Context: an optimization exercise on an open-source flow, tuned for small area, a short achievable clock period and few clock cycles per item. The choices shown serve that exercise and are no tape-out recipe.
In this exercise RTL edits were held to simulation tests only and were not proved equivalent to the original.
Power figures rest on the tool's default switching activity, not on a simulated workload.

## old
==> flow/design.v (excerpt) <==
module dge_sha512 (
    input  wire         clk,
    input  wire         rst,             
    input  wire         start,
    input  wire [7:0]   alg,             
    input  wire         resume,
    input  wire [511:0] resume_h,        
    input  wire [63:0]  resume_count,    
    input  wire         abort,
    input  wire         in_valid,
    output reg          in_ready,
    input  wire [63:0]  in_data,
    input  wire         in_last,
    input  wire [3:0]   in_nbytes,
    output reg          busy,
    output reg          done,
    output reg          err,
    output wire [511:0] digest
);
    localparam [1:0] S_IDLE = 2'd0,
                     S_POST = 2'd2,      
                     S_RND  = 2'd3;      
    localparam [1:0] F_DATA = 2'd0,      
                     F_PAD  = 2'd1,      
                     F_END  = 2'd2;      
    localparam [7:0] ALG_SHA384 = 8'h02,
                     ALG_SHA512 = 8'h03;
    reg [1:0]  state;
    reg [6:0]  kidx;         
    reg        first;        
    reg        is384;
    reg        ivload;       
    reg [1:0]  fmode;
    reg [3:0]  fp;           
    reg        need80;       
    reg        lenfit;       
    reg [60:0] cnt_hi;       
    reg [2:0]  cnt_lo;       
    reg        hv;           
    reg [63:0] a, b, c, d, e, f, g, h;
    reg [63:0] hkw;          
    reg [63:0] s1r, chr;     
    reg [63:0] w [0:15];     
    reg [63:0] ha [0:3];     
    reg [63:0] he [0:3];     
    integer i;
    function [63:0] kconst;
        input [6:0] t;
        case (t)
  ...
export LEC_CHECK = 0
export ABC_AREA = 1
export CAP_MARGIN = 25
export CORE_MARGIN = 2
export CORE_UTILIZATION = 50
export PLACE_DENSITY = 0.7
export SLEW_MARGIN = 25
export SYNTH_MEMORY_MAX_BITS = 8192
create_clock -name core_clock -period 13.0 [get_ports {clk}]
standard.sh (not shown) runs the stock make flow with config.mk's settings and CLKGATE_MAP_FILE= SYNTH_SCRIPT=/design/flow/synth_recipe.tcl, a recipe that flattens the netlist after the stock synthesis.
==> flow/flow/run.sh <==
#!/bin/bash
# Standard synthesis, then the standard layout with: repair_timing aiming at
# a setup margin below the clock period (the SDC is unchanged), and a plain
# buffer (flow/port_buffer.txt) on every port.
set -euo pipefail
MARGIN=$(cat flow/margin.txt)
PORTBUF=$(cat flow/port_buffer.txt)
bash standard.sh synth > synth.log 2>&1
bash standard.sh SETUP_SLACK_MARGIN=$MARGIN "BUFFER_PORTS_ARGS=-buffer_cell $PORTBUF" finish > layout.log 2>&1
==> flow/flow/margin.txt <==
8.5
==> flow/flow/port_buffer.txt <==
sky130_fd_sc_hd__buf_1
Having completed the whole flow, old delivered a layout that passed the timing, DRC and antenna checks.
Testbench counts of old, summed over its fixed seeds: cycles 55,230, bytes 57,574.
What new does differently from old at the input level:
# old
export LEC_CHECK = 0
export ABC_AREA = 1
export CAP_MARGIN = 25
export CORE_MARGIN = 2
export CORE_UTILIZATION = 50
export PLACE_DENSITY = 0.7
export SLEW_MARGIN = 25
export SYNTH_MEMORY_MAX_BITS = 8192
create_clock -name core_clock -period 13.0 [get_ports {clk}]
# new
export LEC_CHECK = 0
export ABC_AREA = 1
export CAP_MARGIN = 20
export CORE_MARGIN = 2
export CORE_UTILIZATION = 50
export PLACE_DENSITY = 0.7
export SLEW_MARGIN = 20
export SYNTH_MEMORY_MAX_BITS = 8192
create_clock -name core_clock -period 13.0 [get_ports {clk}]
Notes after the runs:
| new | all stages done | FAIL | max-capacitance violations, max-slew violations |
Of old and new, new shows the lower final clock period utilization by the worst path, with old above it.
old vs new, launching element of the worst setup path: he[3][36]$_DFFE_PP_ vs state[1]$_DFF_P_
Critical path depth ends up higher on new.
Diff old -> new: total CTS buffers -2; part of the power in the clock network went down by 0.2 points; minimum period implied by the final worst setup slack saw a decrease.
On register area, old and new are basically level.
Between old and new, ratio of cells with drive above 1 in the final layout decreased.
Compared with old, power consumption in new decreased slightly.
Comparing old with new, the detailed-route via count came out essentially unchanged.

---

red:
dge_sha512, a different RTL version from the one above (not shown whole).
For scale: about 13000 cells after synthesis.
==> flow/config.mk <==
export PLATFORM = sky130hd
export DESIGN_NAME = dge_sha512
export DESIGN_NICKNAME = dge_sha512
export VERILOG_FILES = /design/flow/design.v
export SDC_FILE = /design/flow/constraint.sdc
export NUM_CORES = 8
export LEC_CHECK = 0
export ABC_AREA = 1
export CAP_MARGIN = 20
export CORE_MARGIN = 2
export CORE_UTILIZATION = 45
export CTS_CLUSTER_DIAMETER = 60
export CTS_CLUSTER_SIZE = 20
export PLACE_DENSITY = 0.7
export SLEW_MARGIN = 20
export SYNTH_MEMORY_MAX_BITS = 8192
==> flow/constraint.sdc <==
create_clock -name core_clock -period 13.0 [get_ports {clk}]
set_input_delay 2.6000 -clock core_clock [delete_from_list [all_inputs] [get_ports {clk}]]
set_output_delay 2.6000 -clock core_clock [all_outputs]
set_load 0.01 [all_outputs]
Scripts as last shown in full above: flow/flow/run.sh, flow/flow/margin.txt, flow/flow/port_buffer.txt
Finished, but not clean: red, with slew limit.
Testbench counts of red, summed over its fixed seeds: cycles 55,230, bytes 57,574.
What blue does differently from red at the input level:
- a deleted CTS_CLUSTER_SIZE that had been 20
- a deleted CTS_CLUSTER_DIAMETER that had been 60
==> summary.txt <==
red and blue: one clean run, blue; the rest did not finish clean. Every stage of red finished as expected; the final checks, on the other hand, flagged slew limit, which means the layout fails. Diff red -> blue: non-clock buffer count in the final layout rose 12, critical path depth fell 9. Comparing red with blue, the wire length on met1 came out essentially unchanged. Across both runs, worst path required time was lower for blue than for red.
The following lists how green was set up differently from blue:
- PLACE_DENSITY changed from 0.7 to 0.75
- CORE_UTILIZATION changed from 45 to 60
Findings:
Relative to blue, number of clock buffers inserted by TritonCTS has decreased by 13% in green.
Re post-synthesis register bit count: no difference whatsoever between green and blue.
Among blue and green, the run that stopped before the end is green, and it is the only one.
Flow for green halted at global routing, error code GRT-0116.
Post-cts resize count, green vs blue: up by more than 10%
green — initial cell density of the core 15 points higher, blue as reference

---

the baseline:
dge_sha512 with an RTL version that a note above also has.
For scale: roughly 13000 cells after synthesis, about 1200 I/O pins, roughly 130000 um2 of cells after synthesis.
clock: 13.0 ns
lec_check: 0
abc_area: 1
cap_margin: 20
core_margin: 2
core_utilization: 48
place_density: 0.7
slew_margin: 20
synth_memory_max_bits: 8192
Scripts as last shown in full above: flow/flow/run.sh, flow/flow/margin.txt, flow/flow/port_buffer.txt
The final layout from the baseline, which completed every stage, passed the timing, DRC and antenna checks at the end of the flow.
Testbench counts of the baseline, summed over its fixed seeds: cycles 55,230, bytes 57,574.
> inputs changed (the baseline -> the candidate)
Settings: swapping 48 for 45 in CORE_UTILIZATION.
Results
Taking the baseline as the reference, in the candidate overall die area went up; maximum clock insertion buffer count did not really move; fraction of synthesis flops using an asynchronous set or reset pin did not really move.
The candidate did not stop at any stage, and its layout met the timing, DRC and antenna checks.
Share of the core filled with cells sits lower in the candidate than in the baseline.

==> re-timing with driven ports <==
Ports are ideal in the flow. The routed layouts listed here were re-timed in OpenROAD.
Step 1 assumes that a clkbuf_16 drives the clock port and a buf_2 every other input.
Step 2, shift: input delay + t, output delay - t, t = (earliest + latest rising clock arrival at the registers) / 2. This alone moves slack from input paths to output paths.
Slacks: ideal ports / drivers / drivers and shift; pairs: ideal ports / drivers.
| run | shift t [ns] | setup slack, ns | slew at the worst register clock pin (ns) | worst data-port slew with drivers (ns) |
|---|---|---|---|---|
| old | 1.021 | 8.222 / 8.117 / 7.714 | 0.08 / 0.08 | 0.31 |
| new | 1.030 | 8.313 / 8.241 / 7.625 | 0.08 / 0.08 | 0.33 |
| red | 1.014 | 8.199 / 8.199 / 7.435 | 0.09 / 0.09 | 0.25 |
| blue | 0.975 | 8.062 / 8.132 / 7.157 | 0.08 / 0.08 | 0.27 |
| the baseline | 0.971 | 8.276 / 8.276 / 7.613 | 0.07 / 0.07 | 0.24 |
| the candidate | 0.996 | 8.175 / 8.175 / 7.557 | 0.07 / 0.07 | 0.26 |
The setup slack of blue, which loses most, moves by +0.070 ns with the drivers and by -0.905 ns with both steps.
